What follows belongs to an exercise in optimizing a design on an open flow for small area, a short achievable clock period and few clock cycles per item; a production flow would make more cautious choices.
Only simulation tests tie the RTL to the original design; equivalence was not proved.

==> flow/design.v, too long to show whole: its modules and the start of the top module <==
// module sw_benc: 17 lines
// module sw_bmul: 59 lines
// module sward_mul16: 9 lines
// module sw_bmul_o: 205 lines
// module sw_bmul_gx: 356 lines
// module sward_layer_prod: 19 lines
// module sward_rnd255: 14 lines
// module sward_layer_ops: 34 lines
// module sward_dstep_b: 24 lines
// module sward_pixel_backend: 287 lines
module sward_pixel_backend (
    input  wire        clk,
    input  wire        rst,           
    input  wire        in_valid,
    output wire        in_ready,
    input  wire [3:0]  l_en,
    input  wire [63:0] l_lin,
    input  wire [63:0] l_alpha,
    input  wire [31:0] l_opacity,
    input  wire [11:0] l_blend,
    input  wire [15:0] stamp_t,
    input  wire [15:0] calword,
    input  wire [15:0] gov_g,
    input  wire [3:0]  frame,
    input  wire [1:0]  px_x,
    input  wire [1:0]  px_y,
    input  wire [1:0]  dither_mode,
    output wire        out_valid,
    input  wire        out_ready,
    output wire [7:0]  h_code,
    output wire [7:0]  l_code,
    output wire        clamp
);
  // ...
==> flow/flow/run.sh <==
#!/bin/bash
set -euo pipefail
bash standard.sh SETUP_SLACK_MARGIN=18.5 finish > make_finish.log 2>&1
==> flow/standard.sh <==
#!/bin/bash
# synth_recipe.tcl (not shown) runs the flow's synth.tcl, then flattens the netlist and writes it again
# the make line also repeats each setting of config.mk as NAME=value (left out here)
make -C /OpenROAD-flow-scripts/flow DESIGN_CONFIG=/design/flow/config.mk WORK_HOME=/design/flow/orfs CLKGATE_MAP_FILE= SYNTH_SCRIPT=/design/flow/synth_recipe.tcl "${@:-finish}"
==> flow/config.mk <==
export PLATFORM = sky130hd
export DESIGN_NAME = sward_pixel_backend
export DESIGN_NICKNAME = sward_pixel_backend
export VERILOG_FILES = /design/flow/design.v
export SDC_FILE = /design/flow/constraint.sdc
export NUM_CORES = 4
export LEC_CHECK = 0
export CAP_MARGIN = 20
export CORE_MARGIN = 2
export CORE_UTILIZATION = 68
export PLACE_DENSITY = 0.8
export SLEW_MARGIN = 20
==> flow/constraint.sdc <==
create_clock -name core_clock -period 25.0 [get_ports {clk}]
set_input_delay 5.0000 -clock core_clock [delete_from_list [all_inputs] [get_ports {clk}]]
set_output_delay 5.0000 -clock core_clock [all_outputs]
set_load 0.01 [all_outputs]
==> summary.md, run 1 <==
| Metric | Value |
|---|---|
| Status | timing/DRC/antenna clean |
| Crit. End Element | flip-flop |
| Multi-input logic area | 88,500 um2 |
| Pins Over Slew Limit | 0 |
| DRC Markers | 0 |
| Post-placement setup slack | approximately 17 ns |
| Max incr delay on CP | 0.53 ns |
| Setup CP Type | reg -> reg |
| Crit path max fanout | 2 |
| Die Wd | between 400 and 500 um |
| Clock-cell share | around 4.4% |
| Hold_ws | 0.285 ns |
| Max_cap viols | 0 |
| Ant diodes | 4 |
| Synth top area share | 24.2% |
| Reg2Reg Setup Slack | roughly 18 ns |
| Setup bufs post-CTS | slightly above 50 |
| RSZ-0062 raised after global routing | yes |
| Initial antenna violation count | 12 |
| YS warnings | 5 |
| Clock buf count | roughly 230 |
| Seq area share | between 20% and 30% |
| Worst EP arrival | 7.34 ns |
| Gr ovfl total | 0 |
| Commonest cells in the synthesized netlist | dfxtp_1 (1,646), xnor2_1 (1,433), inv_1 (1,379) |
| CTS max path bufs | 3 |
| HP Start | f0[4] |
| Tap cells | approximately 2,700 |
Testbench counts, summed over its fixed seeds: cycles 6,504, items 6,400.
==> run 2, diff against run 1 <==
==> flow/flow/run.sh (replaced) <==
#!/bin/bash
set -euo pipefail
bash standard.sh SETUP_SLACK_MARGIN=18.8 finish > make_finish.log 2>&1
--- a/flow/config.mk
+++ b/flow/config.mk
@@ -7,6 +7,6 @@
 export LEC_CHECK = 0
 export CAP_MARGIN = 20
 export CORE_MARGIN = 2
-export CORE_UTILIZATION = 68
-export PLACE_DENSITY = 0.8
+export CORE_UTILIZATION = 60
+export PLACE_DENSITY = 0.75
 export SLEW_MARGIN = 20
==> run 2 against run 1 <==
  * Still clean on timing, DRC and antenna
  * Setup slack better by 0.16 ns
  * Clock skew down 0.0070 ns
  * Worst hold slack better by 0.012 ns
  * Critical path depth unchanged
  * Die area up 13%
  * Largest cell class unchanged
==> summary.md, run 2 <==
| Metric | Value |
|---|---|
| Status | timing/DRC/antenna clean |
| Multi-input logic area | 88,900 um2 (+0.40%) |
| Die Wd | 480 um (+6.4%) |
| Register Area | between 40,000 and 50,000 um2 |
| Ys async rst share | 0% |
| Syn_nets | between 15,000 and 20,000 |
| I/O pins | ~260 |
| CP max-delay cell | fa_2 |
| Ys flop type | dfxtp_1 |
| Synth top area share | 24.2% (unchanged) |
| Share of layout cells above drive strength 1 | a little under a tenth |
| Top Registers | qmem: 221 flops, gp: 144 flops, tp: 112 flops |
| Max_slew headroom | ~18% |
| DR pass1 iterations | 7 |
| DP Wirelength | approximately 240 mm |
| Worst-margin pin slew | approximately 1.2 ns |
| Fin util | about two thirds |
| Port Buffer Count | about 260 |
| Root Buffer | clkbuf_16 |
| Final worst path period need | between 6 and 7 ns |
| Worst EP arrival | 7.20 ns (-0.14 ns) |
| Clock Latency Late Sink | 0.87 ns |
| Final hold vios | 0 |
| Htree depth | 4 |
| Crit path max fanout | 2 (unchanged) |
| Fin nets | 16,100 |
| Number of global-route vias before repair | 104,000 |
| Commonest non-fill, non-tap cells in the layout | dfxtp_1 (1,468), xnor2_1 (1,418), inv_1 (1,341), ha_1 (1,226), a22oi_1 (1,127) |
| Max FFs per register | 221 |
| Post-synthesis register bit count | between 1,500 and 2,000 |
| Design area | ~150,000 um2 |
| Via/cell ratio | 6.01 |
| Seq/Total Area, Yosys | between 20% and 30% |
| Die area | approximately 230,000 um2 |
| # fillers | 17,300 |
| Total Neg Setup Slack | 0 ns |
| Mapped Area | around 140,000 um2 |
| DR WL/cell | between 20 and 25 um |
| Total wire length after detailed routing | 337 mm |
| Max Clock Skew | 0.0592 ns |
| Area after DPL | ~140,000 um2 |
| Crit. End Element | flip-flop |
| Cells after Synth | approximately 14,000 |
| Routed via count | approximately 100k |
| Setup CP Type | reg -> reg |
| TritonCTS clock tree | done |
| Startpoint Class | flip-flop |
| Yosys cell types | ~100 |
| Max_cap viols | 0 (unchanged) |
| RSZ-0062 raised after global routing | yes |
| Commonest cells in the synthesized netlist | dfxtp_1 (1,646), xnor2_1 (1,433), inv_1 (1,379) |
| Starting Density | 60.5% |
| Routability Congestion | just over 0.9 |
| Clk slew on worst S/H paths | approximately 0.060 ns |
| Area contributors post-synth | dfxtp_1 (24%), fa_1 (15%), ha_1 (11%) |
| CTS Buf Count | 190 |
| First-pass GRT wire length | around 540 mm |
| Crit path required time | ~26 ns |
| Core region area | between 200,000 and 250,000 um2 |
| Final setup fails | 0 |
| Total GRT Usage | 28.6% |
| Max incr delay on CP | 0.53 ns (about the same) |
| Layout area overhead | 9.87% |
| Post-placement setup slack | 17.32 ns (+0.0805 ns) |
| Setup ws final | about 19 ns |
| Largest net degree at the start of global routing | 86 |
| YS warnings | 5 (unchanged) |
| Pins Over Slew Limit | 0 (unchanged) |
| Fmax | roughly 150 MHz |
| Biggest register | qmem |
| Post-synth EDFFs | about 240 |
| Gr ovfl total | 0 (unchanged) |
| Hold_buf cts | 0 |
| ANT nets after route | 0 |
| Largest area contributor in the netlist | dfxtp_1 |
| DRC Markers | 0 (unchanged) |
| CTS sink cnt | roughly 1,900 |
| Syn Area/Cell | a little under 10 um2 |
| Die height | between 400 and 500 um |
| Hold_ws | 0.297 ns (+0.0121 ns) |
| Commonest non-fill, non-tap cell in the layout | dfxtp_1 |
| Cell Rows | between 150 and 200 |
| 1st-iter DRT viols | 8,890 |
| Cell with the most instances after synthesis | dfxtp_1 |
| CTS max path bufs | 3 (unchanged) |
| HP Class | reg -> reg |
| Period utilization | around 26% |
| Initial antenna violation count | 8 (-4) |
==> run 2: worst paths after layout <==
path / endpoint / cells after the start / slack (ns) / start
setup / recovery: x1_2[15] / 34 / 18.52 / ta1[32]
hold / removal: fp[60] / 0 / 0.30 / fp[54]
setup reg to reg: x1_2[15] / 34 / 18.52 / ta1[32]
hold reg to reg: fp[60] / 0 / 0.30 / fp[54]
==> run 2: kinds of logic (layout without fill, tap and decap cells) <==
group,Yosys count,after routing,synth area share (%)
AOI/OAI and AO/OA,3107,3107,15.9
xor gates and xnor gates,1924,1924,12.4
adders and majority gates,2253,2253,26.2
buffers and inverters,2248,2268,6.22
DFF,1884,1884,29.5
muxes,216,216,2.16
other,0,6,0
and+or+nand+nor,2132,2132,7.69
==> run 2: area by class of cell <==
cell class,count,area share [%]
Clock buffer,243,3.49
Clock inverter,112,0.959
Timing Repair Buffer,502,2.98
Antenna cell,6,0.0100
Sequential cell,1884,27.0
Inverter,1411,3.61
Tap cell,2992,2.50
Multi-Input combinational cell,9632,59.4
==> run 2: stage by stage <==
stage	std cells
floorplan	13800
global placement	16300
detailed placement	16300
CTS	16700
global route	16800
finish	16800
==> run 2: per-layer routing <==
layer  part of all wire (%)  track usage, %  routed length [um]
met1                     41            37.2              138000
met2                     48            48.3              163000
met3                    7.2            4.43               24300
met4                    3.4            10.1               11400
met5                 0.0045          0.0414                  15
==> run 2: repair_timing <==
action,4_1_cts,5_1_grt
buffers inserted,114,43
pin swaps,156,141
setup endpoints to repair,124,117
resized for setup,354,333
==> run 2: critical path, delay by kind of cell, from the launching register on <==
family,cells,cell delay (ns)
buffers and inverters,6,0.35
XOR/XNOR,2,0.31
multiplexers,1,0.25
flip-flops,1,0.35
AND/OR/NAND/NOR,1,0.13
adder cells (fa/ha/maj),8,2.43
AO/OA/AOI/OAI,16,2.51
==> module sward_dstep_b, before the edit <==
module sward_dstep_b (
    input  wire [31:0] n,
    input  wire [15:0] d,
    input  wire [15:0] x,
    input  wire        cz,
    input  wire [1:0]  sel,
    output reg  [15:0] d_out
);
    wire [15:0] h  = n[31:16];
    wire        cy = (n[15:0] > ~h);
    wire [15:0] c  = cz ? x : 16'd0;
    wire [16:0] yc = {h, cy} + {c, cy};
    wire [15:0] y  = yc[16:1];
    wire [16:0] ad = {1'b0, d} + {1'b0, x};
    wire        lt = (d < x);
    always @(*) begin
        case (sel)
            2'd0: d_out = y;
            2'd1: d_out = lt ? x : d;
            2'd2: d_out = lt ? d : x;
            default: d_out = ad[16] ? 16'hFFFF : ad[15:0];
        endcase
    end
endmodule
==> run 3, diff against run 2 <==
--- a/flow/design.v
+++ b/flow/design.v
@@ -719,19 +719,21 @@
     input  wire [1:0]  sel,
     output reg  [15:0] d_out
 );
-    wire [15:0] h  = n[31:16];
-    wire        cy = (n[15:0] > ~h);
-    wire [15:0] c  = cz ? x : 16'd0;
-    wire [16:0] yc = {h, cy} + {c, cy};
-    wire [15:0] y  = yc[16:1];
-    wire [16:0] ad = {1'b0, d} + {1'b0, x};
-    wire        lt = (d < x);
+    wire [15:0] h   = n[31:16];
+    wire        cy  = (n[15:0] > ~h);
+    wire        add = (sel == 2'd3);
+    wire [15:0] ua  = add ? d : h;
+    wire [15:0] ub  = (cz | add) ? x : 16'd0;
+    wire        ci  = cy & ~add;
+    wire [17:0] us  = {1'b0, ua, ci} + {1'b0, ub, ci};
+    wire [16:0] sum = us[17:1];
+    wire        lt  = (d < x);
     always @(*) begin
         case (sel)
-            2'd0: d_out = y;
+            2'd0: d_out = sum[15:0];
             2'd1: d_out = lt ? x : d;
             2'd2: d_out = lt ? d : x;
-            default: d_out = ad[16] ? 16'hFFFF : ad[15:0];
+            default: d_out = sum[16] ? 16'hFFFF : sum[15:0];
         endcase
     end
 endmodule
==> flow/flow/run.sh (replaced) <==
#!/bin/bash
set -euo pipefail
bash standard.sh SETUP_SLACK_MARGIN=18.5 finish > make_finish.log 2>&1
==> run 3 against run 2 <==
  * Still clean on timing, DRC and antenna
  * Critical path depth up 9
  * Setup slack worse by 0.017 ns
  * Fmax down 0.27%
  * Clock-buffer cell count up 27
  * Synthesized cell count up 0.17%
  * First-iteration DRC count up 1.0%
  * Critical path type unchanged
==> summary.md, run 3 <==
| Metric | Value |
|---|---|
| Status | timing/DRC/antenna clean |
| # fillers | 17,600 (+1.7%) |
| Worst-margin pin slew | 1.13 ns (-0.100 ns) |
| Gr ovfl total | 0 (unchanged) |
| YS warnings | 5 (unchanged) |
| Via/cell ratio | 6.00 (about the same) |
| ANT nets after route | 0 (unchanged) |
| Largest area contributor in the netlist | dfxtp_1 |
| Max FFs per register | 221 (unchanged) |
| Port Buffer Count | 255 (unchanged) |
| Reg2Reg Depth | 43 (+26%) |
| DRC Markers | 0 (unchanged) |
| Area contributors post-synth | dfxtp_1 (24%), fa_1 (15%), ha_1 (11%) |
| Hold_ws | 0.303 ns (+0.00555 ns) |
| Crit. End Element | flip-flop |
| Crit Reg-Reg Endpoint | m2_2[5] |
| Cell Rows | 174 (unchanged) |
| HP Class | reg -> reg |
| Clock Latency Late Sink | 0.88 ns (about the same) |
| Worst EP arrival | 7.21 ns (about the same) |
| DR WL/cell | 19.5 um (-2.7%) |
| Syn Area/Cell | 9.84 um2 (-0.50%) |
| Design area | 148,000 um2 (-1.2%) |
| Syn_nets | 16,200 (-0.17%) |
| Post-synth EDFFs | 238 (unchanged) |
| CP max-delay cell | fa_2 |
| Setup CP Type | reg -> reg |
| TritonCTS clock tree | done |
| Post-placement setup slack | 17.31 ns (-0.0134 ns) |
| Total Neg Setup Slack | 0 ns (unchanged) |
| Reg-to-reg critical path startpoint | ts1[56] |
| Total wire length after detailed routing | 327 mm (-2.9%) |
| Seq/Total Area, Yosys | 29.6% (+0.099 points) |
| Ys async rst share | 0% (unchanged) |
| Largest net degree at the start of global routing | 84 (-2.3%) |
| Htree depth | 4 (unchanged) |
| Commonest cells in the synthesized netlist | dfxtp_1 (1,646), xnor2_1 (1,442), inv_1 (1,336) |
| Number of global-route vias before repair | 102,000 (-1.1%) |
| Pins Over Slew Limit | 0 (unchanged) |
| Cell with the most instances after synthesis | dfxtp_1 |
| CTS max path bufs | 3 (unchanged) |
| Reg2Reg Setup Slack | 18.50 ns (-0.02 ns) |
| Setup ws final | 18.50 ns (-0.0174 ns) |
| Fmax | 154 MHz (-0.27%) |
| Die Wd | 480 um (-0.17%) |
| Layout area overhead | 8.90% |
| Cells after Synth | 13,800 (+0.17%) |
| Commonest non-fill, non-tap cells in the layout | dfxtp_1 (1,582), xnor2_1 (1,440), inv_1 (1,311), ha_1 (1,184), a22oi_1 (1,136) |
| CTS Buf Count | 193 (+1.6%) |
| Finished Layout Cells | 16,800 (-0.13%) |
| Routability Congestion | 0.936 (+1.5%) |
| Max incr delay on CP | 0.56 ns (+0.03 ns) |
| Yosys cell types | 103 (+5.1%) |
| I/O pins | 257 (unchanged) |
| Initial antenna violation count | 5 (-3) |
| CTS sink cnt | 1,884 (unchanged) |
| Final setup fails | 0 (unchanged) |
| Startpoint Class | flip-flop |
| Final hold vios | 0 (unchanged) |
| Core region area | 225,000 um2 (about the same) |
| Dpl cells | 16,300 (+0.20%) |
| Period utilization | 26.0% (+0.070 points) |
| Fin nets | 16,000 (-0.47%) |
| Routed via count | 101,000 (-0.22%) |
| Starting Density | 60.3% (-0.15 points) |
| Commonest non-fill, non-tap cell in the layout | dfxtp_1 |
| Synth top area share | 24.3% (+0.082 points) |
| Die height | 480 um (-0.17%) |
| Top Registers | qmem: 221 flops, gp: 144 flops, tp: 112 flops |
| Max_slew headroom | 23.9% (+6.1 points) |
| Hold Path Sink | gnp[84] |
| Max_cap viols | 0 (unchanged) |
| 1st-iter DRT viols | 8,983 (+1.0%) |
| DP Wirelength | 239 mm (-1.3%) |
| Hold Path Stages | 0 (unchanged) |
| Area after DPL | 140,000 um2 (-0.45%) |
| DR pass1 iterations | 7 (unchanged) |
| RSZ-0062 raised after global routing | yes |
| Crit path required time | 25.71 ns (about the same) |
| Post-synthesis register bit count | 1,884 (unchanged) |
| Total GRT Usage | 28.0% (-0.63 points) |
| Crit path max fanout | 2 (unchanged) |
| Share of layout cells above drive strength 1 | 7.59% (-1.7 points) |
| Mapped Area | 136,000 um2 (-0.34%) |
| HP Start | gnp[72] |
| Max Clock Skew | 0.0491 ns (-0.0101 ns) |
| First-pass GRT wire length | 531 mm (-2.0%) |
| Ys flop type | dfxtp_1 |
| Biggest register | qmem |
| Root Buffer | clkbuf_16 |
| Final worst path period need | 6.50 ns (+0.0174 ns) |
| Clk slew on worst S/H paths | 0.06 ns (about the same) |
| Most common cell on crit path | buf_6 |
| Die area | 230,000 um2 (-0.34%) |
[run 3: changes by cell type after synthesis, moves of 19 or more]
cell      previous run  this run
a21o_1             228       267
a21oi_1            556       509
a22o_1             138        72
a31oi_1             45        64
and2_1             238       204
ha_1              1250      1202
inv_1             1379      1336
mux2_2             104       162
nand2_1            604       745
o21ai_0            366       484
o21bai_1            97        65
xor2_1             489       423
[run 3: final cells by class]
cell class              count  area [um2]  share of cell area [%]
multi-input cells        9693       87900                    59.5
flip-flops and latches   1884       40200                    27.2
clock buffers             270        5560                    3.76
inverters                1369        5180                    3.50
repair buffers            455        4020                    2.72
well taps                2992        3740                    2.53
clock inverters            93        1150                   0.780
diodes                      5        12.5                 0.00847
[run 3: metrics by stage]
step	util [%]
after global routing	65.7
after detailed placement	62.1
after global placement	62.1
after CTS	65.3
final	65.7
after floorplan	-
[run 3: cells by family (layout without fill, tap and decap cells)]
kind of cell    Yosys count  in the layout  synth area share [%]
compound gates         3094           3094                  15.7
simple gates           2256           2256                  8.08
buf+inv                2210           2187                  6.13
fa+ha+maj              2202           2202                  25.8
flops                  1884           1884                  29.6
xor+xnor               1869           1869                  12.1
mux                     272            272                  2.63
other cells               0              5                     0
[run 3: how the worst max path moves through the flow]
stage / to / depth (start not counted) / startpoint / slack, ns
floorplan: qn[1] / 10 / out_ready / 18.30
CTS: m2_2[5] / 38 / ts1[56] / 18.49
detailed placement: cnt[2] / 7 / rst / 17.31
global route: x2_2[15] / 35 / ta1[56] / 18.22
finish: m2_2[5] / 43 / ts1[56] / 18.50
global placement: cnt[2] / 5 / rst / 17.46
[run 3: critical path, delay by kind of cell, from the launching register on]
family / cells / cell delay (ns)
and+or+nand+nor: 3 / 0.22
buffers and inverters: 20 / 1.63
xor gates and xnor gates: 1 / 0.12
AOI/OAI and AO/OA: 10 / 1.48
adders and majority gates: 8 / 2.24
DFF: 1 / 0.33
muxes: 1 / 0.30
[run 3: repair_timing]
action,4_1_cts,5_1_grt
gates resized for setup,166,172
pin swaps,57,120
endpoints found under the setup margin,99,107
hold buffers,0,0
setup buffers,39,57
endpoints found under the hold margin,0,0
[run 3: routing by layer]
metal  vias to the layer above  GRT usage (%)  wire [um]
met2                      4058           46.3     154000
li1                      46700              -          -
met3                       752           4.14      23500
met4                         4           10.0      11600
met5                         -              0         27
met1                     49100           37.3     138000
Testbench counts of run 3, summed over its fixed seeds: cycles 6,504, items 6,400.
==> module sward_pixel_backend, before the edit <==
module sward_pixel_backend (
    input  wire        clk,
    input  wire        rst,           
    input  wire        in_valid,
    output wire        in_ready,
    input  wire [3:0]  l_en,
    input  wire [63:0] l_lin,
    input  wire [63:0] l_alpha,
    input  wire [31:0] l_opacity,
    input  wire [11:0] l_blend,
    input  wire [15:0] stamp_t,
    input  wire [15:0] calword,
    input  wire [15:0] gov_g,
    input  wire [3:0]  frame,
    input  wire [1:0]  px_x,
    input  wire [1:0]  px_y,
    input  wire [1:0]  dither_mode,
    output wire        out_valid,
    input  wire        out_ready,
    output wire [7:0]  h_code,
    output wire [7:0]  l_code,
    output wire        clamp
);
    localparam NS  = 12;            
    localparam CAP = NS + 2;        
    localparam QD  = CAP - 1;       
    reg        rdy_r;
    reg  [4:0] cnt;
    reg        ov_r;
    wire       acc  = in_valid & rdy_r & ~rst;
    wire       take = ov_r & out_ready;
    wire [4:0] cnt_p = cnt + 5'd1;
    wire [4:0] cnt_m = cnt - 5'd1;
    wire       up    = acc & ~take;
    wire       dn    = take & ~acc;
    always @(posedge clk) begin
        if (rst) begin
            cnt   <= 5'd0;
            rdy_r <= 1'b1;
        end else begin
            cnt   <= up ? cnt_p : dn ? cnt_m : cnt;
            rdy_r <= up ? (cnt_p < CAP) : dn ? (cnt_m < CAP) : (cnt < CAP);
        end
    end
    assign in_ready = rdy_r;
    reg [NS-1:0] v;
    always @(posedge clk) begin
        if (rst) v <= {NS{1'b0}};
        else     v <= {v[NS-2:0], acc};
    end
    wire [59:0] oe_in, oeb_in;
    wire [3:0]  lt_in;
    genvar i;
    generate
        for (i = 0; i < 4; i = i + 1) begin : g_in
            sw_benc #(.BW(8)) u_oe (.m(l_opacity[8*i +: 8]), .e(oe_in[15*i +: 15]), .eb(oeb_in[15*i +: 15]));
            assign lt_in[i] = (l_lin[16*i +: 16] < l_alpha[16*i +: 16]);
        end
    endgenerate
    wire [3:0] k_in = frame + {px_y, 2'b00} + {2'b00, px_x};
    reg  [3:0] dseq;
    always @(*) begin
        case (k_in)
            4'd0:  dseq = 4'd0;   4'd1:  dseq = 4'd8;
            4'd2:  dseq = 4'd4;   4'd3:  dseq = 4'd12;
            4'd4:  dseq = 4'd2;   4'd5:  dseq = 4'd10;
            4'd6:  dseq = 4'd6;   4'd7:  dseq = 4'd14;
            4'd8:  dseq = 4'd1;   4'd9:  dseq = 4'd9;
            4'd10: dseq = 4'd5;   4'd11: dseq = 4'd13;
            4'd12: dseq = 4'd3;   4'd13: dseq = 4'd11;
            4'd14: dseq = 4'd7;   default: dseq = 4'd15;
        endcase
    end
    wire [3:0] thr_in = (dither_mode == 2'd0) ? dseq : (dither_mode == 2'd1) ? 4'd7 : 4'd15;
    wire       frc_in = (calword[3:0] > 4'd2);      
    wire       lz_in  = (calword[3:0] == 4'd0);     
    reg [3:0]  en0, lt0;
    reg [63:0] lin0, alp0;
    reg [59:0] oe0;
    reg [11:0] bop0;
    reg [15:0] t0, g0;
    reg [11:0] gn0;
    reg [5:0]  f0;
    always @(posedge clk) begin
        en0 <= l_en; lt0 <= lt_in; lin0 <= l_lin; alp0 <= l_alpha;
        oe0 <= oe_in; bop0 <= l_blend;
        t0 <= stamp_t; gn0 <= calword[15:4]; g0 <= gov_g;
        f0 <= {thr_in, lz_in, frc_in};
    end
    wire [24*4-1:0] ts1_n, ta1_n;
    generate
        for (i = 0; i < 4; i = i + 1) begin : g_prod
            sward_layer_prod #(.WITH_A(i != 0)) u_prod (
                .lin(lin0[16*i +: 16]), .alpha(alp0[16*i +: 16]), .lt(lt0[i]),
                .oe(oe0[15*i +: 15]), .oeb(~oe0[15*i +: 15]),
                .ts(ts1_n[24*i +: 24]), .ta(ta1_n[24*i +: 24]));
        end
    endgenerate
    reg [24*4-1:0] ts1, ta1;
    reg [3:0]      en1;
    reg [11:0]     bop1;
    always @(posedge clk) begin
        ts1 <= ts1_n; ta1 <= ta1_n; en1 <= en0; bop1 <= bop0;
    end
    reg [16*7-1:0]  tp;      
    reg [12*9-1:0]  gnp;
    reg [16*9-1:0]  gp;
    reg [6*11-1:0]  fp;
    always @(posedge clk) begin
        tp  <= {tp[16*6-1:0], t0};
        gnp <= {gnp[12*8-1:0], gn0};
        gp  <= {gp[16*8-1:0], g0};
        fp  <= {fp[6*10-1:0], f0};
    end
    wire [15:0] t_r7  = tp[16*6 +: 16];
    wire [11:0] gn_r8 = gnp[12*7 +: 12];
    wire [11:0] gn_r9 = gnp[12*8 +: 12];
    wire [15:0] g_r9  = gp[16*8 +: 16];
    wire [5:0]  f_r11 = fp[6*10 +: 6];
    wire [15:0] m2_n [1:3];
    wire [15:0] x2_n [1:3];
    wire        cz2_n [1:3];
    wire [1:0]  sel2_n [1:3];
    generate
        for (i = 1; i < 4; i = i + 1) begin : g_ops
            sward_layer_ops u_ops (
                .ts(ts1[24*i +: 24]), .ta(ta1[24*i +: 24]), .en(en1[i]), .blend(bop1[3*i +: 3]),
                .m(m2_n[i]), .x(x2_n[i]), .cz(cz2_n[i]), .sel(sel2_n[i]));
        end
    endgenerate
    wire [15:0] xs0;
    wire [1:0]  k20;
    sward_rnd255 u_s0 (.t(ts1[23:0]), .xs(xs0), .k2(k20));
    wire [15:0] s0 = xs0 + {14'd0, k20};
    wire        z0 = !en1[0] || (bop1[2:0] == 3'd1) || (bop1[2:0] == 3'd3);
    wire [15:0] d1_n = z0 ? 16'd0 : s0;
    wire [26:0] d1e_n, d1eb_n;
    sw_benc #(.BW(16)) u_ed1 (.m(d1_n), .e(d1e_n), .eb(d1eb_n));
    reg [15:0] d2;                        
    reg [26:0] d1e2;
    reg [15:0] m1_2;
    reg [15:0] x1_2, m2_2, x2_2, m3_2, x3_2;
    reg        cz1_2, cz2_2, cz3_2;
    reg [1:0]  sel1_2, sel2_2, sel3_2;
    always @(posedge clk) begin
        d2 <= d1_n; d1e2 <= d1e_n;
        m1_2 <= m2_n[1];
        x1_2 <= x2_n[1]; cz1_2 <= cz2_n[1]; sel1_2 <= sel2_n[1];
        m2_2 <= m2_n[2]; x2_2 <= x2_n[2]; cz2_2 <= cz2_n[2]; sel2_2 <= sel2_n[2];
        m3_2 <= m2_n[3]; x3_2 <= x2_n[3]; cz3_2 <= cz2_n[3]; sel3_2 <= sel2_n[3];
    end
    wire [31:0] n1_n;
    sw_bmul #(.AW(16), .ND(9), .PW(32), .K(32'd32768)) u_a1 (
        .a(m1_2), .an(~m1_2), .e(d1e2), .eb(~d1e2), .p(n1_n));
    reg [31:0] n1_3;
    reg [15:0] d3, x1_3, m2_3, x2_3, m3_3, x3_3;
    reg        cz1_3, cz2_3, cz3_3;
    reg [1:0]  sel1_3, sel2_3, sel3_3;
    always @(posedge clk) begin
        n1_3 <= n1_n; d3 <= d2; x1_3 <= x1_2; cz1_3 <= cz1_2; sel1_3 <= sel1_2;
        m2_3 <= m2_2; x2_3 <= x2_2; cz2_3 <= cz2_2; sel2_3 <= sel2_2;
        m3_3 <= m3_2; x3_3 <= x3_2; cz3_3 <= cz3_2; sel3_3 <= sel3_2;
    end
    wire [15:0] d4_n;
    sward_dstep_b u_b1 (.n(n1_3), .d(d3), .x(x1_3), .cz(cz1_3), .sel(sel1_3), .d_out(d4_n));
    wire [26:0] m2e_n, m2eb_n;
    sw_benc #(.BW(16)) u_e2 (.m(m2_3), .e(m2e_n), .eb(m2eb_n));
    reg [15:0] d4, x2_4, m3_4, x3_4;
    reg [26:0] m2e4;
    reg        cz2_4, cz3_4;
    reg [1:0]  sel2_4, sel3_4;
    always @(posedge clk) begin
        d4 <= d4_n;
        m2e4 <= m2e_n; x2_4 <= x2_3; cz2_4 <= cz2_3; sel2_4 <= sel2_3;
        m3_4 <= m3_3; x3_4 <= x3_3; cz3_4 <= cz3_3; sel3_4 <= sel3_3;
    end
    wire [31:0] n2_n;
    sw_bmul #(.AW(16), .ND(9), .PW(32), .K(32'd32768)) u_a2 (
        .a(d4), .an(~d4), .e(m2e4), .eb(~m2e4), .p(n2_n));
    reg [31:0] n2_5;
    reg [15:0] d5, x2_5, x3_5;
    reg [15:0] m3_5;
    reg        cz2_5, cz3_5;
    reg [1:0]  sel2_5, sel3_5;
    always @(posedge clk) begin
        n2_5 <= n2_n; d5 <= d4; x2_5 <= x2_4; cz2_5 <= cz2_4; sel2_5 <= sel2_4;
        m3_5 <= m3_4; x3_5 <= x3_4; cz3_5 <= cz3_4; sel3_5 <= sel3_4;
    end
    wire [15:0] d6_n;
    sward_dstep_b u_b2 (.n(n2_5), .d(d5), .x(x2_5), .cz(cz2_5), .sel(sel2_5), .d_out(d6_n));
    reg [15:0] d6, x3_6;
    wire [26:0] m3e_n, m3eb_n;
    sw_benc #(.BW(16)) u_e3 (.m(m3_5), .e(m3e_n), .eb(m3eb_n));
    reg [26:0] m3e6;
    reg        cz3_6;
    reg [1:0]  sel3_6;
    always @(posedge clk) begin
        d6 <= d6_n;
        m3e6 <= m3e_n; x3_6 <= x3_5; cz3_6 <= cz3_5; sel3_6 <= sel3_5;
    end
    wire [31:0] n3_n;
    sw_bmul #(.AW(16), .ND(9), .PW(32), .K(32'd32768)) u_a3 (
        .a(d6), .an(~d6), .e(m3e6), .eb(~m3e6), .p(n3_n));
    reg [31:0] n3_7;
    reg [15:0] d7, x3_7;
    reg        cz3_7;
    reg [1:0]  sel3_7;
    always @(posedge clk) begin
        n3_7 <= n3_n; d7 <= d6; x3_7 <= x3_6; cz3_7 <= cz3_6; sel3_7 <= sel3_6;
    end
    wire [15:0] d8_n;
    sward_dstep_b u_b3 (.n(n3_7), .d(d7), .x(x3_7), .cz(cz3_7), .sel(sel3_7), .d_out(d8_n));
    wire [26:0] te_n, teb_n;
    sw_benc #(.BW(16)) u_et (.m(t_r7), .e(te_n), .eb(teb_n));
    reg [15:0] d8;
    reg [26:0] te8;
    always @(posedge clk) begin
        d8 <= d8_n; te8 <= te_n;
    end
    wire [31:0] nw_n;
    sw_bmul #(.AW(16), .ND(9), .PW(32), .K(32'd32768)) u_aw (
        .a(d8), .an(~d8), .e(te8), .eb(~te8), .p(nw_n));
    wire [20:0] gne_n, gneb_n;
    sw_benc #(.BW(12)) u_eg (.m(gn_r8), .e(gne_n), .eb(gneb_n));
    reg [31:0] nw9;
    reg [20:0] gne9;
    always @(posedge clk) begin
        nw9 <= nw_n; gne9 <= gne_n;
    end
    wire [15:0] hw  = nw9[31:16];
    wire        cyw = (nw9[15:0] > ~hw);
    wire [27:0] pw;
    sw_bmul_gx u_gain (.a(hw), .e(gne9), .x0(cyw ? gn_r9 : 12'd0), .p(pw));
    wire [26:0] ge_n, geb_n;
    sw_benc #(.BW(16)) u_eG (.m(g_r9), .e(ge_n), .eb(geb_n));
    reg [16:0] p10;
    reg [26:0] ge10;
    always @(posedge clk) begin
        p10 <= pw[27:11]; ge10 <= ge_n;
    end
    wire [32:0] pq;
    sw_bmul #(.AW(17), .ND(9), .PW(33), .K(33'd16384)) u_gov (
        .a(p10), .an(~p10), .e(ge10), .eb(~ge10), .p(pq));
    reg [17:0] q11;
    always @(posedge clk) q11 <= pq[32:15];
    wire        frc  = f_r11[0];
    wire        lz   = f_r11[1];
    wire [3:0]  thr  = f_r11[5:2];
    wire [17:0] lim  = lz ? 18'd65535 : 18'd69360;
    wire        over = (q11 > lim);
    wire [16:0] dval = over ? lim[16:0] : q11[16:0];
    wire [12:0] vv   = dval[16:4];
    wire [3:0]  ff   = dval[3:0];
    wire [7:0]  hh   = vv[12] ? 8'd255 : vv[11:4];
    wire        tt   = (ff > thr);
    wire [12:0] lf   = vv - {1'b0, hh, 4'b0000} + {12'd0, tt};
    wire [16:0] res  = frc ? 17'd0 : {hh, lf[7:0], over};
    wire        res_v = v[NS-1];
    reg [16:0]      head;
    reg [17*QD-1:0] qmem;
    reg [3:0]       rp, wp, qn;
    wire head_free = !ov_r || out_ready;
    wire q_empty   = (qn == 4'd0);
    wire q_pop     = head_free && !q_empty;
    wire q_push    = res_v && !(head_free && q_empty);
    wire [16:0] q_front = qmem[17*rp +: 17];
    always @(posedge clk) begin
        if (rst) begin
            ov_r <= 1'b0;
            rp <= 4'd0; wp <= 4'd0; qn <= 4'd0;
        end else begin
            if (head_free)
                ov_r <= !q_empty || res_v;
            if (q_pop)  rp <= (rp == QD - 1) ? 4'd0 : rp + 4'd1;
            if (q_push) wp <= (wp == QD - 1) ? 4'd0 : wp + 4'd1;
            qn <= qn + {3'd0, q_push} - {3'd0, q_pop};
        end
        if (head_free)
            head <= q_empty ? res : q_front;
        if (res_v)
            qmem[17*wp +: 17] <= res;
    end
    assign out_valid = ov_r;
    assign h_code    = head[16:9];
    assign l_code    = head[8:1];
    assign clamp     = head[0];
endmodule
==> run 4, diff against run 3 <==
--- a/flow/design.v
+++ b/flow/design.v
@@ -787,12 +787,10 @@
         if (rst) v <= {NS{1'b0}};
         else     v <= {v[NS-2:0], acc};
     end
-    wire [59:0] oe_in, oeb_in;
     wire [3:0]  lt_in;
     genvar i;
     generate
         for (i = 0; i < 4; i = i + 1) begin : g_in
-            sw_benc #(.BW(8)) u_oe (.m(l_opacity[8*i +: 8]), .e(oe_in[15*i +: 15]), .eb(oeb_in[15*i +: 15]));
             assign lt_in[i] = (l_lin[16*i +: 16] < l_alpha[16*i +: 16]);
         end
     endgenerate
@@ -815,20 +813,22 @@
     wire       lz_in  = (calword[3:0] == 4'd0);     
     reg [3:0]  en0, lt0;
     reg [63:0] lin0, alp0;
-    reg [59:0] oe0;
+    reg [31:0] opa0;
     reg [11:0] bop0;
     reg [15:0] t0, g0;
     reg [11:0] gn0;
     reg [5:0]  f0;
     always @(posedge clk) begin
         en0 <= l_en; lt0 <= lt_in; lin0 <= l_lin; alp0 <= l_alpha;
-        oe0 <= oe_in; bop0 <= l_blend;
+        opa0 <= l_opacity; bop0 <= l_blend;
         t0 <= stamp_t; gn0 <= calword[15:4]; g0 <= gov_g;
         f0 <= {thr_in, lz_in, frc_in};
     end
     wire [24*4-1:0] ts1_n, ta1_n;
+    wire [59:0] oe0, oeb0;
     generate
         for (i = 0; i < 4; i = i + 1) begin : g_prod
+            sw_benc #(.BW(8)) u_oe (.m(opa0[8*i +: 8]), .e(oe0[15*i +: 15]), .eb(oeb0[15*i +: 15]));
             sward_layer_prod #(.WITH_A(i != 0)) u_prod (
                 .lin(lin0[16*i +: 16]), .alpha(alp0[16*i +: 16]), .lt(lt0[i]),
                 .oe(oe0[15*i +: 15]), .oeb(~oe0[15*i +: 15]),
==> run 4 against run 3 <==
  * Worst hold slack improved by 0.0020 ns
  * Global-route usage is 0.16 points lower
  * Clock-buffer cell count fell by 34
  * Register-to-register slack lost 0.46 ns
  * Cell area shrank 0.83%
  * First-iteration DRC count is 1.5% lower
  * Core utilization grew 0.34 points
  * Critical path depth is 7 lower
  * Final cell count shrank 0.68%
  * Critical endpoint is now x3_2[15]
==> summary.md, run 4 <==
| Metric | Value |
|---|---|
| Clk slew on worst S/H paths | 0.07 ns (about the same) |
| Post-synth EDFFs | 238 (unchanged) |
| Worst-margin pin slew | 1.19 ns (+0.0616 ns) |
| TritonCTS clock tree | done |
| DRC Markers | 0 (unchanged) |
| Cells after Synth | 13,700 (-0.85%) |
| CTS Buf Count | 185 (-4.1%) |
| Core region area | 222,000 um2 (-1.3%) |
| RSZ-0062 raised after global routing | yes |
| CTS max path bufs | 3 (unchanged) |
| Biggest register | qmem |
| Layout area overhead | 9.69% |
| Status | timing/DRC/antenna clean |
| Ys async rst share | 0% (unchanged) |
| Max_slew headroom | 20.1% (-3.8 points) |
| Area contributors post-synth | dfxtp_1 (24%), fa_1 (15%), ha_1 (11%) |
| Routability Congestion | 0.928 (-0.85%) |
| Cell with the most instances after synthesis | dfxtp_1 |
| HP Class | reg -> reg |
| CP max-delay cell | fa_2 |
| Design area | 147,000 um2 (-0.83%) |
| Commonest non-fill, non-tap cells in the layout | dfxtp_1 (1,526), inv_1 (1,339), ha_1 (1,179), xnor2_1 (1,128), a22oi_1 (1,015) |
| Yosys cell types | 90 (-13%) |
| Die area | 226,000 um2 (-1.5%) |
| Top Registers | qmem: 221 flops, gp: 144 flops, tp: 112 flops |
| Via/cell ratio | 5.94 (-1.1%) |
| Max_cap viols | 0 (unchanged) |
| Seq/Total Area, Yosys | 29.7% (+0.17 points) |
| Max FFs per register | 221 (unchanged) |
| Port Buffer Count | 255 (unchanged) |
| Commonest non-fill, non-tap cell in the layout | dfxtp_1 |
| Routed via count | 98,800 (-1.8%) |
| Area after DPL | 138,000 um2 (-1.3%) |
| ANT nets after route | 0 (unchanged) |
| DR pass1 iterations | 6 (-1) |
| Final hold vios | 0 (unchanged) |
| Total Neg Setup Slack | 0 ns (unchanged) |
| Pins Over Slew Limit | 0 (unchanged) |
| Crit. End Element | flip-flop |
| Die Wd | 476 um (-0.77%) |
| Gr ovfl total | 0 (unchanged) |
| Syn Area/Cell | 9.77 um2 (-0.71%) |
| Htree depth | 4 (unchanged) |
| Period utilization | 27.8% (+1.9 points) |
| Final setup fails | 0 (unchanged) |
| Root Buffer | clkbuf_16 |
| Largest area contributor in the netlist | dfxtp_1 |
| Cell Rows | 173 (-0.57%) |
| Finished Layout Cells | 16,600 (-0.68%) |
| Post-synthesis register bit count | 1,864 (-1.1%) |
| Max incr delay on CP | 0.52 ns (-0.04 ns) |
| Commonest cells in the synthesized netlist | dfxtp_1 (1,626), inv_1 (1,373), ha_1 (1,202) |
| Post-placement setup slack | 17.19 ns (-0.121 ns) |
| Die height | 476 um (-0.77%) |
| Fmax | 144 MHz (-6.6%) |
| Starting Density | 60.2% (-0.13 points) |
| Total GRT Usage | 27.8% (-0.16 points) |
| Total wire length after detailed routing | 319 mm (-2.5%) |
| Worst EP arrival | 7.67 ns (+0.46 ns) |
| Final worst path period need | 6.96 ns (+0.463 ns) |
| Share of layout cells above drive strength 1 | 8.48% (+0.89 points) |
| Mapped Area | 134,000 um2 (-1.6%) |
| YS warnings | 5 (unchanged) |
| Fin nets | 15,900 (-0.55%) |
| Synth top area share | 24.4% (+0.083 points) |
| 1st-iter DRT viols | 8,851 (-1.5%) |
| Syn_nets | 16,100 (-0.76%) |
| Max Clock Skew | 0.0583 ns (+0.00921 ns) |
| First-pass GRT wire length | 518 mm (-2.5%) |
| DP Wirelength | 233 mm (-2.6%) |
| Dpl cells | 16,200 (-0.77%) |
| Setup CP Type | reg -> reg |
| Clock Latency Late Sink | 0.88 ns (about the same) |
| Ys flop type | dfxtp_1 |
| I/O pins | 257 (unchanged) |
| Startpoint Class | flip-flop |
| DR WL/cell | 19.2 um (-1.8%) |
| Crit path required time | 25.71 ns (about the same) |
| CTS sink cnt | 1,864 (-1.1%) |
| Crit path max fanout | 2 (unchanged) |
| Initial antenna violation count | 7 (+2) |
| Hold_buf cts | 0 (unchanged) |
| Setup ws final | 18.04 ns (-0.463 ns) |
| Largest net degree at the start of global routing | 92 (+9.5%) |
| Number of global-route vias before repair | 102,000 (-0.75%) |
-- run 4: changes by cell type after synthesis, sizes merged, moves of 30 or more --
cell and delta:
nand3 -36, xor2 +309, a21o -58, a22o -46, inv +31, o22ai +42
nor2b +30, a22oi -115, nand2 +78, xnor2 -303, o21ai +95, mux2 -42
o21bai +33
-- run 4: worst paths after layout --
check | slack (ns) | to | start | cells past startpoint
max | 18.04 | x3_2[15] | ta1[80] | 36
min | 0.30 | x3_6[4] | x3_5[4] | 0
max reg2reg | 18.04 | x3_2[15] | ta1[80] | 36
min reg2reg | 0.30 | x3_6[4] | x3_5[4] | 0
-- run 4: per-layer routing --
layer | vias to the layer above | share of wire [%] | GRT usage [%] | wire length (um)
met5 | - | 0 | 0 | 0
met4 | 0 | 3.7 | 10.9 | 11700
met3 | 826 | 7.2 | 4.34 | 22900
met2 | 3997 | 47 | 45.9 | 151000
met1 | 48100 | 42 | 36.6 | 133000
li1 | 45900 | - | - | -
-- run 4: logic make-up after synthesis --
group	share of synthesized area (%)
mux	2.54
flops	29.7
buf+inv	6.29
fa+ha+maj	26.1
compound gates	15.0
xor+xnor	12.3
simple gates	8.07
-- run 4: metrics by stage --
step | hold WS (ns) | util (%)
after floorplan | 0.310 | -
after global placement | 0.310 | 62.1
after detailed placement | 0.312 | 62.1
after CTS | 0.306 | 65.5
after global routing | 0.310 | 66.0
final | 0.305 | 66.0
-- run 4: worst max-delay path, delay by kind of cell, from the launching register on --
| kind | cells | cell delay (ns) |
|---|---|---|
| DFF | 1 | 0.37 |
| and+or+nand+nor | 3 | 0.32 |
| buffers and inverters | 5 | 0.22 |
| xor gates and xnor gates | 3 | 0.67 |
| AOI/OAI and AO/OA | 17 | 2.78 |
| adders and majority gates | 8 | 2.43 |
-- run 4: repair_timing --
| action | CTS | global route |
|---|---|---|
| pin swaps | 140 | 124 |
| setup buffers | 80 | 51 |
| setup endpoints to repair | 95 | 73 |
| resized for setup | 267 | 243 |
-- run 4: area by class of cell --
type | count | area (um2)
Timing Repair Buffer | 495 | 4350
Antenna cell | 3 | 7.51
Fill cell | 17300 | 75300
Sequential cell | 1864 | 39900
Clock inverter | 105 | 1400
Inverter | 1393 | 5310
Clock buffer | 236 | 5130
Tap cell | 2975 | 3720
Multi-Input combinational cell | 9576 | 86700
Testbench counts of run 4, summed over its fixed seeds: cycles 6,504, items 6,400.

## what the ideal ports hide
The results above use ideal ports. As a check the final layouts listed here were re-extracted and re-timed, cells and wires unchanged.
Step 1 assumes that a clkbuf_16 drives the clock port and a buf_2 every other input.
Step 2 times the ports against the registers' clock, not the clock port: input delays grow and output delays shrink by t, the midpoint of the rising clock arrivals with the driver on.
Three values: ideal, step 1, step 2; two values: the first two.
run	t (ns)	slack for setup (ns)	slew at the worst register clock pin (ns)	cell pins on the clock port's net
run 1	0.951	18.360 / 18.360 / 17.648	0.07 / 0.07	1
run 2	0.934	18.518 / 18.505 / 17.912	0.07 / 0.07	1
run 3	0.951	18.501 / 18.486 / 17.723	0.07 / 0.07	1
run 4	0.936	18.038 / 18.038 / 17.698	0.07 / 0.07	1
After both steps setup and hold are still met in every run listed. The setup slack of run 3, which loses most, moves by -0.015 ns with the drivers and by -0.778 ns with both steps.
